What follows belongs to an exercise in optimizing a design on an open flow for small area, a short achievable clock period and few clock cycles; a production flow would make more cautious choices. Function was checked by simulation only, so behaviour that the tests miss may differ from the original. Power and IR drop assume default switching activity.

==> flow/design.v (outline; a module is shown in full before it is edited, if it fits) <==
// module fp_round: 21 lines
// module fp_cmp: 23 lines
// module sh_real32: 491 lines
// module fp_divsqrt_unit: 71 lines
// module fp_mul_csa: 1122 lines
module sh_real32 (
    input  wire        clk,
    input  wire        rst,
    input  wire        in_valid,
    output wire        in_ready,
    input  wire [3:0]  in_op,
    input  wire [3:0]  in_cond,
    input  wire [31:0] in_a,
    input  wire [31:0] in_b,
    input  wire [31:0] in_c,
    output reg         out_valid,
    output reg  [31:0] out_result,
    output reg         out_inv,
    output reg         out_dz
);
  // ...
==> flow/flow/run.sh <==
#!/bin/bash
# Standard layout (the standard.sh: standard synthesis, floorplan, place,
# CTS, route, finish) with two changes to how it is made:
#  - timing repair aims at a setup margin, so that it also shortens paths
#    that already meet the clock period;
#  - the port buffers are buf_4 cells rather than the default delay buffers.
set -euo pipefail
export SETUP_SLACK_MARGIN=${MARGIN:-13}
export BUFFER_PORTS_ARGS="-buffer_cell sky130_fd_sc_hd__buf_4"
bash standard.sh > standard_make.log 2>&1
==> flow/standard.sh <==
#!/bin/bash
# synth_recipe.tcl (not shown) runs the flow's synth.tcl, then flattens the netlist and writes it again
# the make line also repeats each setting of config.mk as NAME=value (left out here)
make -C /OpenROAD-flow-scripts/flow DESIGN_CONFIG=/design/flow/config.mk WORK_HOME=/design/flow/orfs CLKGATE_MAP_FILE= SYNTH_SCRIPT=/design/flow/synth_recipe.tcl "${@:-finish}"
==> flow/config.mk <==
export PLATFORM = sky130hd
export DESIGN_NAME = sh_real32
export DESIGN_NICKNAME = sh_real32
export VERILOG_FILES = /design/flow/design.v
export SDC_FILE = /design/flow/constraint.sdc
export NUM_CORES = 4
export LEC_CHECK = 0
export CAP_MARGIN = 20
export CORE_MARGIN = 2
export CORE_UTILIZATION = 60
export SLEW_MARGIN = 20
==> flow/constraint.sdc <==
create_clock -name core_clock -period 18.0 [get_ports {clk}]
set_input_delay 3.6000 -clock core_clock [delete_from_list [all_inputs] [get_ports {clk}]]
set_output_delay 3.6000 -clock core_clock [all_outputs]
set_load 0.01 [all_outputs]
==> results.toml, run 1 <==
[run_status]
outcome = "timing/DRC/antenna clean"

[power]
clockNetworkPower_mw = 2.46
internal-power_mw = 7.70
ir_worst_vdd_v = 0.000260
comb-power_mw = 7.82
power-top-group = "combinational logic"
power_density_nw_per_um2 = 154

[die]
n_tap_cell = 1768
io_pins = 143

[critical_path]
reg2reg_depth = 13
critical_register_to_register_path_startpoint = "b_r[17]"
critPathArrivalTime_ns = 5.69
critical_path_peak_fanout = 26

[placement]
placed_instance_area_um2 = 83400

[hold_path]
min_delay_worst_endpoint = "dl_d[134]"

[timing]
finClkSkew_ns = 0.0990

[layout]
finished_cell_area_um2 = 91100
num-nets-final = 10400
layout_top_registers = "dl_d: 340 flops, mc2: 46 flops, ms2: 46 flops"

[synthesis]
mappedNetlistNets = 10300
synth_xor_area_frac = 0.0508
synth_top_flop_cell = "sky130_fd_sc_hd__dfxtp_1"
ys_warn_count = 5

[clock_tree]
postCtsHoldBufs = 0
number_of_clock_buffers_inserted_by_tritoncts = 108

[drt]
finalWirelength_um = 333000
Testbench counts, summed over its fixed seeds: cycles 34,516.
==> run 2: changes to the inputs <==
--- a/flow/config.mk
+++ b/flow/config.mk
@@ -9,3 +9,4 @@
 export CORE_MARGIN = 2
-export CORE_UTILIZATION = 60
+export CORE_UTILIZATION = 65
+export PLACE_DENSITY = 0.72
 export SLEW_MARGIN = 20
==> results.toml, run 2 <==
[run_status]
outcome = "timing/DRC/antenna clean"

[hold_path]
min_delay_path_depth = 0
worstHoldPathType = "reg2reg"

[placement]
gp_routability_congestion = 1.09
place.port_buffers = 142
detailed_place_hpwl_um = 223000
place_inst = 10600
placed_instance_area_um2 = 83200

[synthesis]
ys_warn_count = 5
synthArstFlopShare = 0
synth_top_flop_cell = "sky130_fd_sc_hd__dfxtp_1"
netlist.area_leader.share = 0.200
ys_types = 106
ys_seq_elements = 1044
leading_post_synthesis_cells_by_cell_area = "sky130_fd_sc_hd__dfxtp_1 20%, sky130_fd_sc_hd__fa_1 12%, sky130_fd_sc_hd__edfxtp_1 8.8%"
cell_type_with_the_largest_total_area_after_synthesis = "sky130_fd_sc_hd__dfxtp_1"
syn_area_cell_um2 = 8.84
synth-seq-area-share = 0.288
syn_inst = 9136
synth_area_um2 = 80800
mappedNetlistNets = 10300
synth.most_common_cell = "sky130_fd_sc_hd__dfxtp_1"
synth_enable_flop_cells = 237
post_synth_most_frequent_cells = "807 x sky130_fd_sc_hd__dfxtp_1, 794 x sky130_fd_sc_hd__nand2_1, 776 x sky130_fd_sc_hd__inv_1"

[timing]
finalMaxSlewViolations = 0
max_slew_margin = 0.0564
fmaxAchievable_ghz = 0.200
timing.final.setup_violations = 0
rsz0062_at_grt = "true"
finClkSkew_ns = 0.0632
timing_hold_violations_final = 0
worstMarginPinSlew_ns = 1.40
finalCritPeriodShare = 0.277
final_min_period_ns = 4.99
tns_ns = 0
whs_ns = 0.311

[clock_tree]
clockRootBuffer = "sky130_fd_sc_hd__clkbuf_16"
clkSlewWorstSetupHoldPaths_ns = 0.08
cts_max_level = 3
number_of_clock_buffers_inserted_by_tritoncts = 105
postCtsHoldBufs = 0
number_of_buffers_on_the_longest_clock_path = 3
clkSinkCount = 1044
worstSkewPairLatency_ns = 0.82
tritoncts = "built"

[power]
internal-power_mw = 7.58
power.switching_fraction = 0.454
total_switching_power_mw = 6.31
power.sequential.fraction = 0.271
combinational_share_of_power = 0.555
ir_worst_vdd_v = 0.000223
power_frac_clock = 0.174
power_density_nw_per_um2 = 155
total_leakage_power_nw = 39.0

[die]
row_count = 129
chipWidth_um = 356
design.core.area_um2 = 123000
start_util = 0.654
io_pins = 143
dieHeight_um = 356
die_area_um2 = 127000

[critical_path]
crit_required_ns = 18.64
worstSetupPathType = "reg2reg"
reg2reg_depth = 18
critical_path_peak_fanout = 40
crit_path_cell_trace = "buf_8 -> buf_12 -> nand3_1 -> o21ai_0 -> ha_1 -> inv_1 -> a221oi_4 -> nand4b_1 -> or3_4 -> nor4_1 -> xnor2_1 -> nand2_1 -> nor4_1 -> nand3_1 -> o21ai_4 -> a311o_2 -> buf_4 -> o21ai_0"
startpoint_type = "register"
endpoint_kind = "register"
critPathArrivalTime_ns = 5.63
cp_slowest_cell = "sky130_fd_sc_hd__or3_4"
timing.critical_path.slowest_cell_delay_ns = 0.57

[layout]
post_layout_nonfiller_instances = 10900
num-nets-final = 10300
final_common_cell = "sky130_fd_sc_hd__dfxtp_1"
areaGrowthSynthToFinish_pct = 11.1
area_occupied_by_registers_um2 = 23300
drive_above_1_share = 0.108
largest_register_ff_count = 340
multiInputGateArea_um2 = 53800
final.fill_count = 8988
layout_top_registers = "dl_d: 340 flops, mc2: 46 flops, ms2: 46 flops"
postLayoutCoreUtil = 0.727
max_flop_register = "dl_d"
finished_cell_area_um2 = 89700
most-common-layout-cells = "800 x sky130_fd_sc_hd__dfxtp_1, 775 x sky130_fd_sc_hd__nand2_1, 755 x sky130_fd_sc_hd__inv_1"

[grt]
antenna_violations_before_repair = 23
global_route_wire_length_before_repair_um = 452000
globalRoute.totalOverflow = 0
grt_start_max_net_pins = 91
grt.total_usage = 0.476
grt_pass1_vias = 71300

[drt]
viasPerCell = 6.77
avgRoutedWirePerCell_um = 28.7
number_of_detailed_routing_iterations_run_before_antenna_repair = 9
finalWirelength_um = 313000
detailed_router_s_first_iteration_violation_count = 9957
vias = 73900
antenna_violating_nets_post_route = 0
remaining_drc_errors = 0

[job]
timing.max_cap.violations = 0
## run 2: cell count changes in the layout (fill, tap and decap cells not counted), sizes merged
cell,change
buf,-74
clkbuf,-10
diode,-8
clkinv,-6
clkinvlp,-5
inv,+3
a211o,+1
bufbuf,+1
mux2i,-1
nor2b,+1
## run 2: layer usage
layer	wire length [um]	GRT usage
met5	605	0.0111
met1	108000	0.563
met2	133000	0.719
met3	39200	0.142
met4	32400	0.388
## run 2: layout make-up
type | count | share of cell area
multi-input combinational | 6839 | 0.600
clock inverter | 60 | 0.00922
tap | 1637 | 0.0228
inverter | 783 | 0.0334
timing repair buffer | 397 | 0.0415
clock buffer | 139 | 0.0331
sequential | 1044 | 0.259
antenna | 9 | 0.000251
timing repair inverter | 4 | 0.000279
## run 2: path summary, 6_finish.rpt
path               start  slack (ns)              to
min            dl_d[228]        0.31       dl_d[262]
max          u_it1.rnd_r       13.01  out_result[22]
min reg2reg    dl_d[228]        0.31       dl_d[262]
max reg2reg  u_it1.rnd_r       13.01  out_result[22]
## run 2: critical path: cells and delay by family, from the launching register on
family,cells,cell delay (ns)
flops,1,0.33
compound gates,5,1.10
fa+ha+maj,1,0.22
buf+inv,4,0.82
xor+xnor,1,0.31
simple gates,7,1.93
## run 2: stage by stage
stage               worst slack, ns  total power [mW]
global route                  12.92              14.6
detailed placement            11.58              10.8
CTS                           12.90              13.4
finish                        13.01              13.9
global placement              11.64              10.6
floorplan                     13.00              8.65
## run 2: timing repair
item                       in CTS  in global routing
setup endpoints to repair     289                250
setup buffers                  46                 48
pin swaps                      14                 41
cloned                         10                 13
resized for setup             171                189
## run 2: cells by family (layout without fill, tap and decap cells)
group	after synthesis	count (layout)	share of synthesized area
AO/OA/AOI/OAI	2060	2061	0.164
flip-flops	1044	1044	0.288
AND/OR/NAND/NOR	2880	2881	0.177
buffers and inverters	1255	1383	0.0592
multiplexers	421	421	0.0589
other	0	9	0
adder cells (fa/ha/maj)	1008	1008	0.202
XOR/XNOR	468	468	0.0508
## run 2: power groups by stage
stage	logic, mW	registers (mW)	clock network (mW)
final	7.71	3.76	2.42
after global routing	8.31	3.80	2.51
after CTS	7.30	3.72	2.40
after detailed placement	7.09	3.75	0
after global placement	6.88	3.70	0
after floorplan	5.21	3.45	0
==> module sh_real32, before the edit <==
module sh_real32 (
    input  wire        clk,
    input  wire        rst,
    input  wire        in_valid,
    output wire        in_ready,
    input  wire [3:0]  in_op,
    input  wire [3:0]  in_cond,
    input  wire [31:0] in_a,
    input  wire [31:0] in_b,
    input  wire [31:0] in_c,
    output reg         out_valid,
    output reg  [31:0] out_result,
    output reg         out_inv,
    output reg         out_dz
);
    localparam [3:0] OP_FADD = 4'h0, OP_FSUB = 4'h1, OP_FMUL = 4'h2,
                     OP_FDIV = 4'h3, OP_FSQRT = 4'h4, OP_FMIN = 4'h5,
                     OP_FMAX = 4'h6, OP_FABS = 4'h7, OP_FNEG = 4'h8,
                     OP_FCMP = 4'h9, OP_FTOI = 4'hA, OP_ITOF = 4'hB,
                     OP_FLIM = 4'hC, OP_FSCALE = 4'hD;
    localparam [31:0] QNAN = 32'h7FC0_0000;
    localparam [1:0] K_FIN = 2'd0, K_ADD = 2'd1, K_MUL = 2'd2, K_CVT = 2'd3;
    localparam integer ITER_N = 12;
    localparam integer DL_N = ITER_N - 2;
    integer i, j;
    reg        v1, it1;
    reg [3:0]  op_r, cond_r;
    reg [31:0] a_r, b_r, c_r;
    reg        a_e0, a_e1, a_f0, b_e0, b_e1, b_f0, c_e0, c_e1, c_f0;
    reg        rdy;
    wire       blocked = ~rdy;
    wire       blocked_nx;
    assign in_ready = rdy;
    wire in_a_sp = (in_a[30:23] == 8'h00) || (in_a[30:23] == 8'hFF);
    wire in_b_sp = (in_b[30:23] == 8'h00) || (in_b[30:23] == 8'hFF);
    wire it_in   = ((in_op == OP_FDIV) && !in_a_sp && !in_b_sp) ||
                   ((in_op == OP_FSQRT) && !in_a_sp && !in_a[31]);
    always @(posedge clk) begin
        if (!blocked) begin
            op_r   <= in_op;
            cond_r <= in_cond;
            a_r    <= in_a;
            b_r    <= in_b;
            c_r    <= in_c;
            it1    <= it_in;
            a_e0   <= (in_a[30:23] == 8'h00);
            a_e1   <= (in_a[30:23] == 8'hFF);
            a_f0   <= (in_a[22:0] == 23'd0);
            b_e0   <= (in_b[30:23] == 8'h00);
            b_e1   <= (in_b[30:23] == 8'hFF);
            b_f0   <= (in_b[22:0] == 23'd0);
            c_e0   <= (in_c[30:23] == 8'h00);
            c_e1   <= (in_c[30:23] == 8'hFF);
            c_f0   <= (in_c[22:0] == 23'd0);
        end
        if (rst) begin
            v1  <= 1'b0;
            rdy <= 1'b1;
        end else begin
            v1  <= (in_valid & ~blocked) | blocked;
            rdy <= ~blocked_nx;
        end
    end
    wire       sa = a_r[31], sb = b_r[31], sc = c_r[31];
    wire [7:0] ea = a_r[30:23], eb = b_r[30:23], ec = c_r[30:23];
    wire [22:0] fa = a_r[22:0], fb = b_r[22:0], fc = c_r[22:0];
    wire a_zero = a_e0;
    wire b_zero = b_e0;
    wire a_inf  = a_e1 && a_f0;
    wire b_inf  = b_e1 && b_f0;
    wire a_nan  = a_e1 && !a_f0;
    wire b_nan  = b_e1 && !b_f0;
    wire c_nan  = c_e1 && !c_f0;
    wire a_snan = a_nan && !fa[22];
    wire b_snan = b_nan && !fb[22];
    wire a_qnan = a_nan && fa[22];
    wire b_qnan = b_nan && fb[22];
    wire [31:0] a_fl = a_zero ? {sa, 31'd0} : a_r;
    wire [31:0] b_fl = b_zero ? {sb, 31'd0} : b_r;
    wire [31:0] c_fl = c_e0 ? {sc, 31'd0} : c_r;
    wire [23:0] ma = a_zero ? 24'd0 : {1'b1, fa};
    wire [23:0] mb = b_zero ? 24'd0 : {1'b1, fb};
    wire ab_mlt = a_fl[30:0] < b_fl[30:0];           
    wire ab_meq = a_fl[30:0] == b_fl[30:0];
    wire ab_bz  = a_zero & b_zero;
    wire ab_eq  = ab_bz | (ab_meq & (sa == sb));
    reg  ab_lt;
    always @* begin
        if (ab_bz)
            ab_lt = 1'b0;
        else if (sa != sb)
            ab_lt = sa;
        else if (!sa)
            ab_lt = ab_mlt;
        else
            ab_lt = !ab_mlt && !ab_meq;
    end
    wire ba_lt = !ab_lt && !ab_eq;
    wire ca_lt, ca_eq, cb_lt, cb_eq;
    fp_cmp u_cmp_ca (.x(c_fl), .y(a_fl), .lt(ca_lt), .eq(ca_eq));   
    fp_cmp u_cmp_cb (.x(c_fl), .y(b_fl), .lt(cb_lt), .eq(cb_eq));   
    wire        sb_eff = (op_r == OP_FSUB) ? ~sb : sb;
    wire        a_big  = !ab_mlt;
    wire        sx     = a_big ? sa : sb_eff;
    wire        sy     = a_big ? sb_eff : sa;
    wire [7:0]  ex     = a_big ? ea : eb;
    wire [23:0] mx     = a_big ? ma : mb;
    wire [23:0] my     = a_big ? mb : ma;
    wire [7:0]  d_ab   = ea - eb;
    wire [7:0]  d_ba   = eb - ea;
    wire [7:0]  d      = a_big ? d_ab : d_ba;
    wire [4:0]  d_cl   = (d > 8'd31) ? 5'd31 : d[4:0];
    reg [31:0] add_sp_res;
    reg        add_sp_inv, add_special;
    always @* begin
        add_sp_inv = 1'b0; add_special = 1'b1; add_sp_res = QNAN;
        if (a_snan || b_snan)
            add_sp_inv = 1'b1;
        else if (a_qnan || b_qnan)
            add_sp_res = QNAN;
        else if (a_inf && b_inf) begin
            if (sa != sb_eff) add_sp_inv = 1'b1;
            else              add_sp_res = {sa, 8'hFF, 23'd0};
        end else if (a_inf)
            add_sp_res = {sa, 8'hFF, 23'd0};
        else if (b_inf)
            add_sp_res = {sb_eff, 8'hFF, 23'd0};
        else
            add_special = 1'b0;
    end
    wire        s_xor = sa ^ sb;
    wire [23:0] ma_n = {1'b1, fa};
    wire [23:0] mb_n = {1'b1, fb};
    wire [47:0] mul_s, mul_c;
    fp_mul_csa u_mul (.a(ma_n), .b(mb_n), .s(mul_s), .c(mul_c));
    reg [31:0] mul_sp_res;
    reg        mul_sp_inv, mul_special;
    always @* begin
        mul_sp_inv = 1'b0; mul_special = 1'b1; mul_sp_res = QNAN;
        if (a_snan || b_snan)
            mul_sp_inv = 1'b1;
        else if (a_qnan || b_qnan)
            mul_sp_res = QNAN;
        else if ((a_inf && b_zero) || (b_inf && a_zero))
            mul_sp_inv = 1'b1;
        else if (a_inf || b_inf)
            mul_sp_res = {s_xor, 8'hFF, 23'd0};
        else if (a_zero || b_zero)
            mul_sp_res = {s_xor, 31'd0};
        else
            mul_special = 1'b0;
    end
    reg [31:0] div_sp_res;
    reg        div_sp_inv, div_sp_dz, div_special;
    always @* begin
        div_sp_inv = 1'b0; div_sp_dz = 1'b0; div_special = 1'b1;
        div_sp_res = QNAN;
        if (a_snan || b_snan)
            div_sp_inv = 1'b1;
        else if (a_qnan || b_qnan)
            div_sp_res = QNAN;
        else if (a_inf && b_inf)
            div_sp_inv = 1'b1;
        else if (a_inf)
            div_sp_res = {s_xor, 8'hFF, 23'd0};
        else if (b_inf)
            div_sp_res = {s_xor, 31'd0};
        else if (b_zero) begin
            if (a_zero)
                div_sp_inv = 1'b1;
            else begin
                div_sp_res = {s_xor, 8'hFF, 23'd0}; div_sp_dz = 1'b1;
            end
        end else if (a_zero)
            div_sp_res = {s_xor, 31'd0};
        else
            div_special = 1'b0;
    end
    reg [31:0] sqrt_sp_res;
    reg        sqrt_sp_inv, sqrt_special;
    always @* begin
        sqrt_sp_inv = 1'b0; sqrt_special = 1'b1;
        sqrt_sp_res = QNAN;
        if (a_snan)
            sqrt_sp_inv = 1'b1;
        else if (a_qnan)
            sqrt_sp_res = QNAN;
        else if (a_inf) begin
            if (sa) sqrt_sp_inv = 1'b1;
            else    sqrt_sp_res = {1'b0, 8'hFF, 23'd0};
        end else if (a_zero)
            sqrt_sp_res = {sa, 31'd0};
        else if (sa)
            sqrt_sp_inv = 1'b1;
        else
            sqrt_special = 1'b0;
    end
    reg [31:0] mm_res;
    reg        mm_inv;
    wire       is_min = (op_r == OP_FMIN);
    always @* begin
        mm_inv = 1'b0;
        if (a_snan || b_snan) begin
            mm_res = QNAN; mm_inv = 1'b1;
        end else if (a_nan && b_nan)
            mm_res = QNAN;
        else if (a_nan)
            mm_res = b_fl;
        else if (b_nan)
            mm_res = a_fl;
        else if (ab_eq) begin
            if (a_zero)
                mm_res = {is_min ? (sa | sb) : (sa & sb), 31'd0};
            else
                mm_res = a_fl;
        end else if (is_min)
            mm_res = ab_lt ? a_fl : b_fl;
        else
            mm_res = ba_lt ? a_fl : b_fl;
    end
    reg cmp_bit;
    always @* begin
        if (a_nan || b_nan)
            cmp_bit = (cond_r == 4'h1) || (cond_r == 4'hA);
        else begin
            case (cond_r)
                4'h0:    cmp_bit = ab_eq;
                4'h1:    cmp_bit = !ab_eq;
                4'h2:    cmp_bit = ab_lt;
                4'h3:    cmp_bit = !ab_lt;
                4'h4:    cmp_bit = ab_lt || ab_eq;
                4'h5:    cmp_bit = ba_lt;
                4'hB:    cmp_bit = 1'b1;
                default: cmp_bit = 1'b0;
            endcase
        end
    end
    wire cmp_inv = a_snan || b_snan;
    reg [31:0] lim_res;
    reg        lim_inv;
    always @* begin
        lim_inv = 1'b0;
        if (a_nan || b_nan || c_nan) begin
            lim_res = QNAN; lim_inv = 1'b1;
        end else if (cb_lt)
            lim_res = c_fl;
        else if (ab_lt)
            lim_res = b_fl;
        else if (ca_lt)
            lim_res = c_fl;
        else
            lim_res = a_fl;
    end
    wire [31:0] sgn_src = a_nan ? a_r : a_fl;
    wire [31:0] abs_res = {1'b0, sgn_src[30:0]};
    wire [31:0] neg_res = {~sgn_src[31], sgn_src[30:0]};
    wire signed [9:0] ue = $signed({2'b00, ea}) - 10'sd127;
    wire [4:0]  ftoi_sh  = 5'd30 - ue[4:0];            
    wire [31:0] itof_mag = sa ? (32'd0 - a_r) : a_r;
    wire signed [33:0] sc_exp = $signed({26'd0, ea}) + $signed({{2{b_r[31]}}, b_r});
    reg [31:0] scale_res;
    reg        scale_inv;
    always @* begin
        scale_inv = 1'b0;
        if (a_snan) begin
            scale_res = QNAN; scale_inv = 1'b1;
        end else if (a_qnan)
            scale_res = QNAN;
        else if (a_inf || a_zero)
            scale_res = a_fl;
        else if (sc_exp >= 34'sd255)
            scale_res = {sa, 8'hFF, 23'd0};
        else if (sc_exp <= 34'sd0)
            scale_res = {sa, 31'd0};
        else
            scale_res = {sa, sc_exp[7:0], fa};
    end
    reg  [1:0]  s1_kind;
    reg         s1_s, s1_inv, s1_dz, s1_g, s1_st, s1_ftoi;
    reg  [31:0] s1_w;
    always @* begin
        s1_kind = K_FIN; s1_s = 1'b0; s1_inv = 1'b0; s1_dz = 1'b0;
        s1_g = 1'b0; s1_st = 1'b0; s1_ftoi = 1'b0; s1_w = 32'd0;
        case (op_r)
            OP_FADD, OP_FSUB: begin
                if (add_special) begin
                    s1_w = add_sp_res; s1_inv = add_sp_inv;
                end else
                    s1_kind = K_ADD;
            end
            OP_FMUL: begin
                if (mul_special) begin
                    s1_w = mul_sp_res; s1_inv = mul_sp_inv;
                end else begin
                    s1_kind = K_MUL; s1_s = s_xor;
                end
            end
            OP_FDIV:  begin s1_w = div_sp_res; s1_inv = div_sp_inv; s1_dz = div_sp_dz; end
            OP_FSQRT: begin s1_w = sqrt_sp_res; s1_inv = sqrt_sp_inv; end
            OP_FMIN, OP_FMAX: begin s1_w = mm_res; s1_inv = mm_inv; end
            OP_FABS:  s1_w = abs_res;
            OP_FNEG:  s1_w = neg_res;
            OP_FCMP:  begin s1_w = {31'd0, cmp_bit}; s1_inv = cmp_inv; end
            OP_FTOI: begin
                if (a_nan) begin
                    s1_w = 32'd0; s1_inv = 1'b1;
                end else if (a_zero || ue < -10'sd1)
                    s1_w = 32'd0;
                else if (ue >= 10'sd31) begin
                    if (sa && ue == 10'sd31 && fa == 23'd0)
                        s1_w = 32'h8000_0000;
                    else begin
                        s1_w = sa ? 32'h8000_0000 : 32'h7FFF_FFFF;
                        s1_inv = 1'b1;
                    end
                end else begin
                    s1_kind = K_CVT; s1_ftoi = 1'b1; s1_s = sa;
                    s1_w = 32'd0;
                end
            end
            OP_ITOF: begin
                s1_kind = K_CVT; s1_s = sa; s1_w = itof_mag;
            end
            OP_FLIM:   begin s1_w = lim_res; s1_inv = lim_inv; end
            OP_FSCALE: begin s1_w = scale_res; s1_inv = scale_inv; end
            default: ;
        endcase
    end
    wire go_div  = (op_r == OP_FDIV)  && !div_special;
    wire go_sqrt = (op_r == OP_FSQRT) && !sqrt_special;
    wire go_it   = v1 && it1;
    wire [24:0] dv_d1   = {1'b0, ma} - {1'b0, mb};
    wire        dv_pre  = dv_d1[24];                   
    wire [24:0] dv_d2   = {ma, 1'b0} - {1'b0, mb};
    wire [24:0] dv_r1   = dv_pre ? dv_d2 : dv_d1;      
    wire signed [9:0] dv_exp0 = $signed({2'b00, ea}) - $signed({2'b00, eb}) + 10'sd127;
    wire signed [9:0] dv_exp1 = $signed({2'b00, ea}) - $signed({2'b00, eb}) + 10'sd126;
    wire signed [9:0] dv_exp  = dv_pre ? dv_exp1 : dv_exp0;
    wire        sq_odd  = ~ea[0];
    wire signed [9:0] sq_exp = ((($signed({2'b00, ea}) - 10'sd127) - (sq_odd ? 10'sd1 : 10'sd0)) >>> 1)
                             + 10'sd127;
    wire [1:0]  sq_top  = sq_odd ? {1'b1, fa[22]} : 2'b01;
    wire [23:0] sq_rest = sq_odd ? {fa[21:0], 2'b00} : {fa, 1'b0};
    wire        u0_busy, u1_busy, u0_rnd, u1_rnd, u0_busy_nx, u1_busy_nx;
    wire is_sq   = (op_r == OP_FSQRT);
    wire start0  = v1 && it1 && !u0_busy;
    wire start1  = v1 && it1 && u0_busy && !u1_busy;
    wire s1_go   = v1 && !go_it && !blocked;
    wire v1_nx   = (in_valid & ~blocked) | blocked;
    wire it1_nx  = blocked ? it1 : it_in;
    assign blocked_nx = v1_nx && it1_nx && u0_busy_nx && u1_busy_nx;
    wire        st_sign = is_sq ? 1'b0 : s_xor;
    wire [9:0]  st_exp  = is_sq ? sq_exp : dv_exp;
    wire [25:0] st_rem  = is_sq ? {24'd0, sq_top - 2'b01} : {1'b0, dv_r1};
    wire [23:0] st_dr   = is_sq ? sq_rest : mb;
    wire [25:0] dv_3d   = {2'b00, mb} + {1'b0, mb, 1'b0};
    wire [25:0] st_t3   = is_sq ? 26'd4 : dv_3d;
    wire        u0_sign, u1_sign;
    wire [9:0]  u0_exp, u1_exp;
    wire [24:0] u0_q, u1_q;
    wire        u0_st, u1_st;
    fp_divsqrt_unit #(.ITER_N(ITER_N)) u_it0 (
        .clk(clk), .rst(rst), .start(start0), .sqrt(is_sq), .sign(st_sign),
        .exp(st_exp), .rem(st_rem), .dr(st_dr), .t3(st_t3), .busy(u0_busy), .rnd(u0_rnd), .busy_nx(u0_busy_nx),
        .q_sign(u0_sign), .q_exp(u0_exp), .q(u0_q), .q_st(u0_st)
    );
    fp_divsqrt_unit #(.ITER_N(ITER_N)) u_it1 (
        .clk(clk), .rst(rst), .start(start1), .sqrt(is_sq), .sign(st_sign),
        .exp(st_exp), .rem(st_rem), .dr(st_dr), .t3(st_t3), .busy(u1_busy), .rnd(u1_rnd), .busy_nx(u1_busy_nx),
        .q_sign(u1_sign), .q_exp(u1_exp), .q(u1_q), .q_st(u1_st)
    );
    wire        ur_sign = u1_rnd ? u1_sign : u0_sign;
    wire [9:0]  ur_exp  = u1_rnd ? u1_exp : u0_exp;
    wire [24:0] ur_q    = u1_rnd ? u1_q : u0_q;
    wire        ur_st   = u1_rnd ? u1_st : u0_st;
    wire [31:0] it_res;
    fp_round u_round_it (
        .sign(ur_sign), .exp({{2{ur_exp[9]}}, ur_exp}), .mant(ur_q[24:1]), .guard(ur_q[0]),
        .sticky(ur_st), .result(it_res)
    );
    reg        v2;
    reg [1:0]  kind2;
    reg        s2, inv2, dz2, g2, st2, ftoi2;
    reg [31:0] w2;
    reg        sx2, zs2, sub2;
    reg [7:0]  ex2;
    reg [23:0] mx2, my2;
    reg [4:0]  d2;
    reg [47:0] ms2, mc2;
    reg signed [9:0] me2;
    always @(posedge clk) begin
        if (rst)
            v2 <= 1'b0;
        else
            v2 <= s1_go;
        kind2 <= s1_kind; s2 <= s1_s; inv2 <= s1_inv; dz2 <= s1_dz;
        g2 <= s1_g; st2 <= s1_st; ftoi2 <= s1_ftoi; w2 <= s1_w;
        sx2 <= sx; zs2 <= sa & sb_eff; sub2 <= sx ^ sy;
        ex2 <= ex; mx2 <= mx;
        my2 <= (op_r == OP_FTOI) ? ma : my;
        d2  <= (op_r == OP_FTOI) ? ftoi_sh : d_cl;
        ms2 <= mul_s; mc2 <= mul_c;
        me2 <= $signed({2'b00, ea}) + $signed({2'b00, eb}) - 10'sd126;
    end
    wire [54:0] my_wide = {my2, 31'd0} >> d2;
    wire [26:0] my_sh   = {my_wide[54:29], |my_wide[28:0]};
    wire [26:0] mx_ext  = {mx2, 3'b000};
    wire [27:0] sum     = sub2 ? ({1'b0, mx_ext} - {1'b0, my_sh})
                               : ({1'b0, mx_ext} + {1'b0, my_sh});
    wire [47:0] prod = ms2 + mc2;
    reg        v3, fin3, ftoi3, s3, zs3, g3, st3, inv3, dz3;
    reg signed [9:0] e3;
    reg [31:0] x3;
    always @(posedge clk) begin
        if (rst)
            v3 <= 1'b0;
        else
            v3 <= v2;
        inv3 <= inv2; dz3 <= dz2;
        ftoi3 <= (kind2 == K_CVT) && ftoi2;
        g3 <= my_wide[23];
        case (kind2)
            K_ADD: begin
                fin3 <= 1'b0; s3 <= sx2; zs3 <= zs2; st3 <= 1'b0;
                e3 <= $signed({2'b00, ex2}) + 10'sd1; x3 <= {sum, 4'd0};
            end
            K_MUL: begin
                fin3 <= 1'b0; s3 <= s2; zs3 <= 1'b0; st3 <= |prod[15:0];
                e3 <= me2; x3 <= prod[47:16];
            end
            K_CVT: begin
                fin3 <= ftoi2; s3 <= s2; zs3 <= 1'b0; st3 <= ftoi2 & (|my_wide[22:0]);
                e3 <= 10'sd158; x3 <= ftoi2 ? {1'b0, my_wide[54:24]} : w2;
            end
            default: begin
                fin3 <= 1'b1; s3 <= 1'b0; zs3 <= 1'b0; st3 <= 1'b0;
                e3 <= 10'sd0; x3 <= w2;
            end
        endcase
    end
    reg [5:0] lz;
    always @* begin
        lz = 6'd32;
        for (i = 0; i <= 31; i = i + 1)
            if (x3[i]) lz = 31 - i;
    end
    wire [31:0] nx = x3 << lz[4:0];
    wire        ftoi_up  = g3 & (st3 | x3[0]);
    wire [31:0] ftoi_mag = x3 + {31'd0, ftoi_up};
    wire [31:0] ftoi_res = s3 ? (32'd0 - ftoi_mag) : ftoi_mag;
    reg        v4, fin4, s4, z4, inv4, dz4;
    reg signed [11:0] e4;
    reg [31:0] x4;           
    always @(posedge clk) begin
        if (rst)
            v4 <= 1'b0;
        else
            v4 <= v3;
        fin4 <= fin3; inv4 <= inv3; dz4 <= dz3;
        z4 <= (x3 == 32'd0);
        s4 <= (x3 == 32'd0) ? zs3 : s3;
        e4 <= $signed({{2{e3[9]}}, e3}) - $signed({6'd0, lz});
        x4 <= ftoi3 ? ftoi_res : fin3 ? x3 : {nx[31:7], (|nx[6:0]) | st3, 6'd0};
    end
    wire [31:0] fp_rnd;
    fp_round u_round (
        .sign(s4), .exp(e4), .mant(x4[31:8]), .guard(x4[7]),
        .sticky(x4[6]), .result(fp_rnd)
    );
    wire [31:0] s4_res = fin4 ? x4 : z4 ? {s4, 31'd0} : fp_rnd;
    reg [DL_N-1:0]    dl_v;
    reg [34*DL_N-1:0] dl_d;
    always @(posedge clk) begin
        if (rst)
            dl_v <= {DL_N{1'b0}};
        else
            dl_v <= {dl_v[DL_N-2:0], v4};
        dl_d <= {dl_d[34*DL_N-35:0], inv4, dz4, s4_res};
        if (rst)
            out_valid <= 1'b0;
        else
            out_valid <= dl_v[DL_N-1] | u0_rnd | u1_rnd;
        if (u0_rnd | u1_rnd) begin
            out_result <= it_res;
            out_inv    <= 1'b0;
            out_dz     <= 1'b0;
        end else begin
            {out_inv, out_dz, out_result} <= dl_d[34*DL_N-1 -: 34];
        end
    end
endmodule
==> module fp_divsqrt_unit, before the edit <==
module fp_divsqrt_unit #(
    parameter integer ITER_N = 12
) (
    input  wire        clk,
    input  wire        rst,
    input  wire        start,
    input  wire        sqrt,
    input  wire        sign,
    input  wire [9:0]  exp,
    input  wire [25:0] rem,
    input  wire [23:0] dr,
    input  wire [25:0] t3,
    output wire        busy,
    output wire        rnd,
    output wire        busy_nx,      
    output reg         q_sign,
    output reg  [9:0]  q_exp,
    output reg  [24:0] q,
    output wire        q_st
);
    reg        act, is_sqrt, rnd_r;
    reg [3:0]  cnt;
    reg [25:0] r;
    reg [23:0] d;
    reg [25:0] k3;
    assign busy = act && (cnt != 4'd0);
    wire   fin  = act && (cnt == 4'd0);
    assign rnd  = rnd_r;
    assign busy_nx = start || (busy && (cnt != 4'd1));
    assign q_st = (r != 26'd0);
    wire [28:0] op_a  = is_sqrt ? {r[24:0], d[23:20]} : {3'd0, r[23:0], 2'b00};
    wire [28:0] op_b1 = is_sqrt ? {1'b0, q[24:0], 3'b001}       : {5'd0, d};
    wire [28:0] op_b2 = is_sqrt ? {q[24:0], 4'b0100}            : {4'd0, d, 1'b0};
    wire [28:0] op_b3 = is_sqrt ? {k3[25:0], 3'b001}            : {3'd0, k3};
    wire [29:0] df1   = {1'b0, op_a} - {1'b0, op_b1};
    wire [29:0] df2   = {1'b0, op_a} - {1'b0, op_b2};
    wire [29:0] df3   = {1'b0, op_a} - {1'b0, op_b3};
    wire        ge1   = ~df1[29];
    wire        ge2   = ~df2[29];
    wire        ge3   = ~df3[29];
    wire [1:0]  dig   = ge3 ? 2'd3 : ge2 ? 2'd2 : ge1 ? 2'd1 : 2'd0;
    wire [25:0] r_nx  = ge3 ? df3[25:0] : ge2 ? df2[25:0] : ge1 ? df1[25:0] : op_a[25:0];
    wire [25:0] k3_dn = k3 - 26'd1;
    wire [25:0] k3_up = k3 + 26'd1;
    wire [25:0] k3_nx = (dig == 2'd0) ? {k3_dn[23:0], 2'b01} :
                        (dig == 2'd1) ? {k3[23:0], 2'b00} :
                        (dig == 2'd2) ? {k3[23:0], 2'b11} : {k3_up[23:0], 2'b10};
    always @(posedge clk) begin
        if (rst)
            act <= 1'b0;
        else if (start)
            act <= 1'b1;
        else if (fin)
            act <= 1'b0;
        if (rst)
            rnd_r <= 1'b0;
        else
            rnd_r <= busy && (cnt == 4'd1);
        if (start) begin
            cnt     <= ITER_N[3:0];
            is_sqrt <= sqrt;
            q_sign  <= sign;
            q_exp   <= exp;
        end else if (busy)
            cnt <= cnt - 4'd1;
        q  <= start ? 25'd1 : {q[22:0], dig};
        r  <= start ? rem : r_nx;
        d  <= start ? dr : (is_sqrt ? {d[19:0], 4'd0} : d);
        k3 <= start ? t3 : (is_sqrt ? k3_nx : k3);
    end
endmodule
==> run 3: changes to the inputs <==
--- a/flow/design.v
+++ b/flow/design.v
@@ -389,4 +389,4 @@
     wire is_sq   = (op_r == OP_FSQRT);
-    wire start0  = v1 && it1 && !u0_busy;
-    wire start1  = v1 && it1 && u0_busy && !u1_busy;
+    wire start1  = v1 && it1 && !is_sq && !u1_busy;
+    wire start0  = v1 && it1 && !u0_busy && (is_sq || u1_busy);
     wire s1_go   = v1 && !go_it && !blocked;
@@ -394,3 +394,4 @@
     wire it1_nx  = blocked ? it1 : it_in;
-    assign blocked_nx = v1_nx && it1_nx && u0_busy_nx && u1_busy_nx;
+    wire sq_nx   = blocked ? is_sq : (in_op == OP_FSQRT);
+    assign blocked_nx = v1_nx && it1_nx && u0_busy_nx && (sq_nx || u1_busy_nx);
     wire        st_sign = is_sq ? 1'b0 : s_xor;
@@ -410,3 +411,3 @@
     );
-    fp_divsqrt_unit #(.ITER_N(ITER_N)) u_it1 (
+    fp_divsqrt_unit #(.ITER_N(ITER_N), .SQRT(0)) u_it1 (
         .clk(clk), .rst(rst), .start(start1), .sqrt(is_sq), .sign(st_sign),
@@ -536,3 +537,4 @@
 module fp_divsqrt_unit #(
-    parameter integer ITER_N = 12
+    parameter integer ITER_N = 12,
+    parameter integer SQRT   = 1       
 ) (
@@ -595,3 +597,3 @@
             cnt     <= ITER_N[3:0];
-            is_sqrt <= sqrt;
+            is_sqrt <= (SQRT != 0) && sqrt;
             q_sign  <= sign;
--- a/flow/config.mk
+++ b/flow/config.mk
@@ -9,4 +9,3 @@
 export CORE_MARGIN = 2
-export CORE_UTILIZATION = 65
-export PLACE_DENSITY = 0.72
+export CORE_UTILIZATION = 60
 export SLEW_MARGIN = 20
==> results.toml, run 3 <==
[die]
design.core.area_um2 = 132000
row_count = 133
dieHeight_um = 369
chipWidth_um = 369
start_util = 0.606
die_area_um2 = 136000
io_pins = 143

[layout]
area_occupied_by_registers_um2 = 23200
largest_register_ff_count = 340
layout_top_registers = "dl_d: 340 flops, mc2: 46 flops, ms2: 46 flops"
areaGrowthSynthToFinish_pct = 9.78
num-nets-final = 10100
most-common-layout-cells = "806 x sky130_fd_sc_hd__inv_1, 801 x sky130_fd_sc_hd__dfxtp_1, 772 x sky130_fd_sc_hd__nand2_1"
max_flop_register = "dl_d"
multiInputGateArea_um2 = 52400
drive_above_1_share = 0.0890
final.fill_count = 10600
final_common_cell = "sky130_fd_sc_hd__inv_1"
post_layout_nonfiller_instances = 10900

[critical_path]
timing.critical_path.slowest_cell_delay_ns = 0.42
critical-path-top-delay-family = "flip-flops"
crit_path_start = "rdy"
worst-path-buf-inv = 1
critPathArrivalTime_ns = 1.35
crit_required_ns = 14.40
endpoint_kind = "output pin"
cp_slowest_cell = "sky130_fd_sc_hd__dfxtp_4"
reg2reg_depth = 13
total_stage_count_of_the_critical_path = 1
worstSetupPathType = "reg2out"
critical_register_to_register_path_startpoint = "a_r[16]"
startpoint_type = "register"
capturing_element_of_the_worst_setup_path = "in_ready"
reg2reg_slack_ns = 13.07
crit_path_cell_trace = "buf_6"
crit-reg2reg-capture = "ms2[17]"
critical_path_peak_fanout = 2

[clock_tree]
clockRootBuffer = "sky130_fd_sc_hd__clkbuf_16"
number_of_buffers_on_the_longest_clock_path = 3
postCtsHoldBufs = 0
clkSlewWorstSetupHoldPaths_ns = 0.06
tritoncts = "built"
worstSkewPairLatency_ns = 0.80
number_of_clock_buffers_inserted_by_tritoncts = 109
cts_max_level = 3
clkSinkCount = 1042

[synthesis]
mappedNetlistNets = 10200
netlist.area_leader.share = 0.202
cell_type_with_the_largest_total_area_after_synthesis = "sky130_fd_sc_hd__dfxtp_1"
main_combinational_cell_family_by_area_after_synthesis = "adder cells"
post_synth_fa_ha_maj_area_fraction = 0.202
synthSimpleGateAreaFrac = 0.184
synth.most_common_cell = "sky130_fd_sc_hd__inv_1"
syn_area_cell_um2 = 8.83
syn_inst = 9057
synth_xor_area_frac = 0.0453
synth-seq-area-share = 0.290
compound_gate_portion_of_the_synthesized_area = 0.171
leading_post_synthesis_cells_by_cell_area = "sky130_fd_sc_hd__dfxtp_1 20%, sky130_fd_sc_hd__fa_1 12%, sky130_fd_sc_hd__edfxtp_1 8.8%"
synth_top_flop_cell = "sky130_fd_sc_hd__dfxtp_1"
ys_seq_elements = 1042
yosys-mux-area-fraction = 0.0453
synth_enable_flop_cells = 235
synthArstFlopShare = 0
synth_area_um2 = 80000
post_synth_most_frequent_cells = "816 x sky130_fd_sc_hd__inv_1, 807 x sky130_fd_sc_hd__dfxtp_1, 782 x sky130_fd_sc_hd__nand2_1"
ys_warn_count = 6
ys_types = 115

[timing]
timing.final.setup_violations = 0
timing_hold_violations_final = 0
worstMarginPinSlew_ns = 1.34
tns_ns = 0
rsz0062_at_grt = "true"
final_min_period_ns = 4.95
finClkSkew_ns = 0.0808
finalMaxSlewViolations = 0
fmaxAchievable_ghz = 0.202
max_slew_margin = 0.0862
finalCritPeriodShare = 0.275

[drt]
vias = 72900
viasPerCell = 6.69
number_of_detailed_routing_iterations_run_before_antenna_repair = 8
antenna_violating_nets_post_route = 0
detailed_router_s_first_iteration_violation_count = 9976
remaining_drc_errors = 0
avgRoutedWirePerCell_um = 28.5
finalWirelength_um = 311000

[placement]
place.port_buffers = 142
gp_routability_congestion = 1.11
place_inst = 10600
detailed_place_hpwl_um = 226000

[hold_path]
worstHoldPathType = "reg2reg"
min_delay_path_depth = 0

[grt]
grt.total_usage = 0.444
global_route_wire_length_before_repair_um = 450000
grt_start_max_net_pins = 81
antenna_violations_before_repair = 33
grt_pass1_vias = 69700
globalRoute.totalOverflow = 0

[run_status]
outcome = "timing/DRC/antenna clean"

[job]
timing.max_cap.violations = 0

[power]
ir_worst_vdd_v = 0.000104
total_leakage_power_nw = 38.0
power_density_nw_per_um2 = 151
[run 3: worst min path at each step]
stage	start	endpoint	slack, ns
after floorplan	dl_d[66]	dl_d[100]	0.31
after global placement	dl_d[230]	dl_d[264]	0.31
after detailed placement	dl_d[88]	dl_d[122]	0.31
after CTS	dl_d[35]	dl_d[69]	0.27
after global routing	dl_d[37]	dl_d[71]	0.27
final	dl_d[37]	dl_d[71]	0.27
[run 3: what timing repair did]
item | in CTS | in global routing
endpoints found under the setup margin | 245 | 144
gates cloned | 1 | 8
buffers inserted | 19 | 29
resized for setup | 84 | 124
pin swaps | 2 | 9
[run 3: cell families after synthesis]
| family | count (synthesis) |
|---|---|
| simple gates | 2928 |
| flops | 1042 |
| mux | 297 |
| xor+xnor | 414 |
| fa+ha+maj | 994 |
| compound gates | 2095 |
| buf+inv | 1287 |
[run 3: layer usage]
layer / routed length (um) / part of all wire / vias up / track usage
li1: - / - / 31600 / -
met1: 113000 / 0.36 / 34900 / 0.565
met2: 130000 / 0.42 / 5113 / 0.655
met3: 38800 / 0.12 / 1282 / 0.116
met4: 28100 / 0.090 / 18 / 0.321
met5: 172 / 0.00055 / - / 0
[run 3: per-stage QoR]
step | utilization | power [mW] | setup slack [ns] | hold WS, ns | instance area [um2]
2_1_floorplan | - | 8.40 | 13.04 | 0.310 | 80000
6_report | 0.665 | 13.3 | 13.05 | 0.268 | 87800
5_1_grt | 0.665 | 14.0 | 12.92 | 0.267 | 87800
3_3_place_gp | 0.625 | 10.3 | 11.76 | 0.310 | 82500
3_5_place_dp | 0.625 | 10.5 | 11.63 | 0.312 | 82500
4_1_cts | 0.658 | 13.0 | 12.92 | 0.267 | 86800
[run 3: layout make-up]
cell class / instances / area share
clock inverters: 72 / 0.00969
diodes: 17 / 0.000485
clock buffers: 133 / 0.0338
well taps: 1755 / 0.0250
repair buffers: 327 / 0.0340
flip-flops and latches: 1042 / 0.265
multi-input cells: 6729 / 0.597
inverters: 829 / 0.0358
[run 3: where the power goes]
group | internal (mW) | leakage, nW | switching (mW)
Combinational | 2.84 | 27.0 | 4.29
Sequential | 3.12 | 9.10 | 0.623
Clock | 1.32 | 1.86 | 1.09
Total | 7.28 | 38.0 | 6.00
Testbench counts of run 3, summed over its fixed seeds: cycles 35,122.
==> run 4: changes to the inputs <==
--- a/flow/flow/run.sh
+++ b/flow/flow/run.sh
@@ -7,3 +7,3 @@
 set -euo pipefail
-export SETUP_SLACK_MARGIN=${MARGIN:-13}
+export SETUP_SLACK_MARGIN=${MARGIN:-13.25}
 export BUFFER_PORTS_ARGS="-buffer_cell sky130_fd_sc_hd__buf_4"
--- a/flow/config.mk
+++ b/flow/config.mk
@@ -9,3 +9,4 @@
 export CORE_MARGIN = 2
-export CORE_UTILIZATION = 60
+export CORE_UTILIZATION = 65
+export PLACE_DENSITY = 0.72
 export SLEW_MARGIN = 20
==> results.toml, run 4 <==
[placement]
place.port_buffers = 142
gp_routability_congestion = 1.10
placement.setup.worst_slack_ns = 11.39
detailed_place_hpwl_um = 236000

[synthesis]
synth-seq-area-share = 0.290
netlist.area_leader.share = 0.202
post_synth_most_frequent_cells = "816 x sky130_fd_sc_hd__inv_1, 807 x sky130_fd_sc_hd__dfxtp_1, 782 x sky130_fd_sc_hd__nand2_1"
ys_warn_count = 6
synthArstFlopShare = 0
synth_area_um2 = 80000
synth.most_common_cell = "sky130_fd_sc_hd__inv_1"
synth_enable_flop_cells = 235
ys_seq_elements = 1042
ys_types = 115
mappedNetlistNets = 10200
leading_post_synthesis_cells_by_cell_area = "sky130_fd_sc_hd__dfxtp_1 20%, sky130_fd_sc_hd__fa_1 12%, sky130_fd_sc_hd__edfxtp_1 8.8%"
synth_top_flop_cell = "sky130_fd_sc_hd__dfxtp_1"
syn_area_cell_um2 = 8.83
syn_inst = 9057
cell_type_with_the_largest_total_area_after_synthesis = "sky130_fd_sc_hd__dfxtp_1"

[clock_tree]
postCtsHoldBufs = 0
clkSinkCount = 1042
clockRootBuffer = "sky130_fd_sc_hd__clkbuf_16"
number_of_clock_buffers_inserted_by_tritoncts = 107
cts_max_level = 3
number_of_buffers_on_the_longest_clock_path = 3

[grt]
globalRoute.totalOverflow = 22
grt.total_usage = 0.717
grt_start_max_net_pins = 80

[die]
dieHeight_um = 355
row_count = 128
chipWidth_um = 355
start_util = 0.656
io_pins = 143

[run_status]
error_message = "[ERROR GRT-0232] Routing congestion too high. Check the congestion heatmap in the GUI."
outcome = "stopped before the end"
last-stage-reached = "5_1_grt"
[run 4: cell counts after synthesis]
No cell type changed its count.
[run 4: logic make-up after synthesis]
logic type               after synthesis  synth area share
AND/OR/NAND/NOR                     2928             0.184
AO/OA/AOI/OAI                       2095             0.171
buffers and inverters               1287            0.0616
flip-flops                          1042             0.290
adder cells (fa/ha/maj)              994             0.202
XOR/XNOR                             414            0.0453
multiplexers                         297            0.0453
[run 4: power by group through the flow]
stage / logic, mW / registers (mW) / clock network [mW]
detailed placement: 6.85 / 3.75 / 0
global placement: 6.59 / 3.69 / 0
CTS: 7.14 / 3.76 / 2.36
floorplan: 4.99 / 3.41 / 0
[run 4: metrics by stage]
| step | cells | cell area (um2) | power, mW |
|---|---|---|---|
| floorplan | 9057 | 80100 | 8.40 |
| global placement | 10500 | 82400 | 10.3 |
| detailed placement | 10500 | 82400 | 10.6 |
| CTS | 10800 | 88900 | 13.2 |
[run 4: how the worst min path moves through the flow]
stage	start	to	slack, ns	depth (start not counted)
2_1_floorplan	dl_d[66]	dl_d[100]	0.31	0
3_3_place_gp	dl_d[239]	dl_d[273]	0.31	0
3_5_place_dp	dl_d[90]	dl_d[124]	0.31	0
4_1_cts	dl_d[33]	dl_d[67]	0.25	0
[run 4: layer usage]
layer	overflow	GRT usage
met2	6	0.870
met1	3	0.749
met3	3	0.561
met4	10	0.640
met5	0	0.374
[run 4: timing repair]
action / 4_1_cts
resized for setup: 314
pin swaps: 53
setup buffers: 99
endpoints found under the setup margin: 346
gates cloned: 28

[afterwards: timing with drivers on the ports]
The flow's constraints put no driver on any port. The routed layouts listed below were extracted and timed again, unchanged, in two steps. Step 1, drivers: a clkbuf_16 drives clk and a buf_2 each remaining input, both assumed. Step 2 times the ports against the registers' clock, not the clock port: input delays grow and output delays shrink by t, the midpoint of the rising clock arrivals with the driver on. Slacks: ideal ports / drivers / drivers and shift; pairs: ideal ports / drivers.
| run | shift t [ns] | setup WS [ns] | worst register clock-pin slew, ns |
|---|---|---|---|
| run 1 | 0.853 | 12.930 / 12.930 / 12.595 | 0.08 / 0.08 |
| run 2 | 0.875 | 13.009 / 12.961 / 12.741 | 0.08 / 0.08 |
| run 3 | 0.858 | 13.048 / 12.957 / 12.217 | 0.08 / 0.08 |
After both steps every run listed still meets setup and hold. For run 3, which loses most, drivers alone change the setup slack by -0.091 ns; drivers and shift together by -0.831 ns.
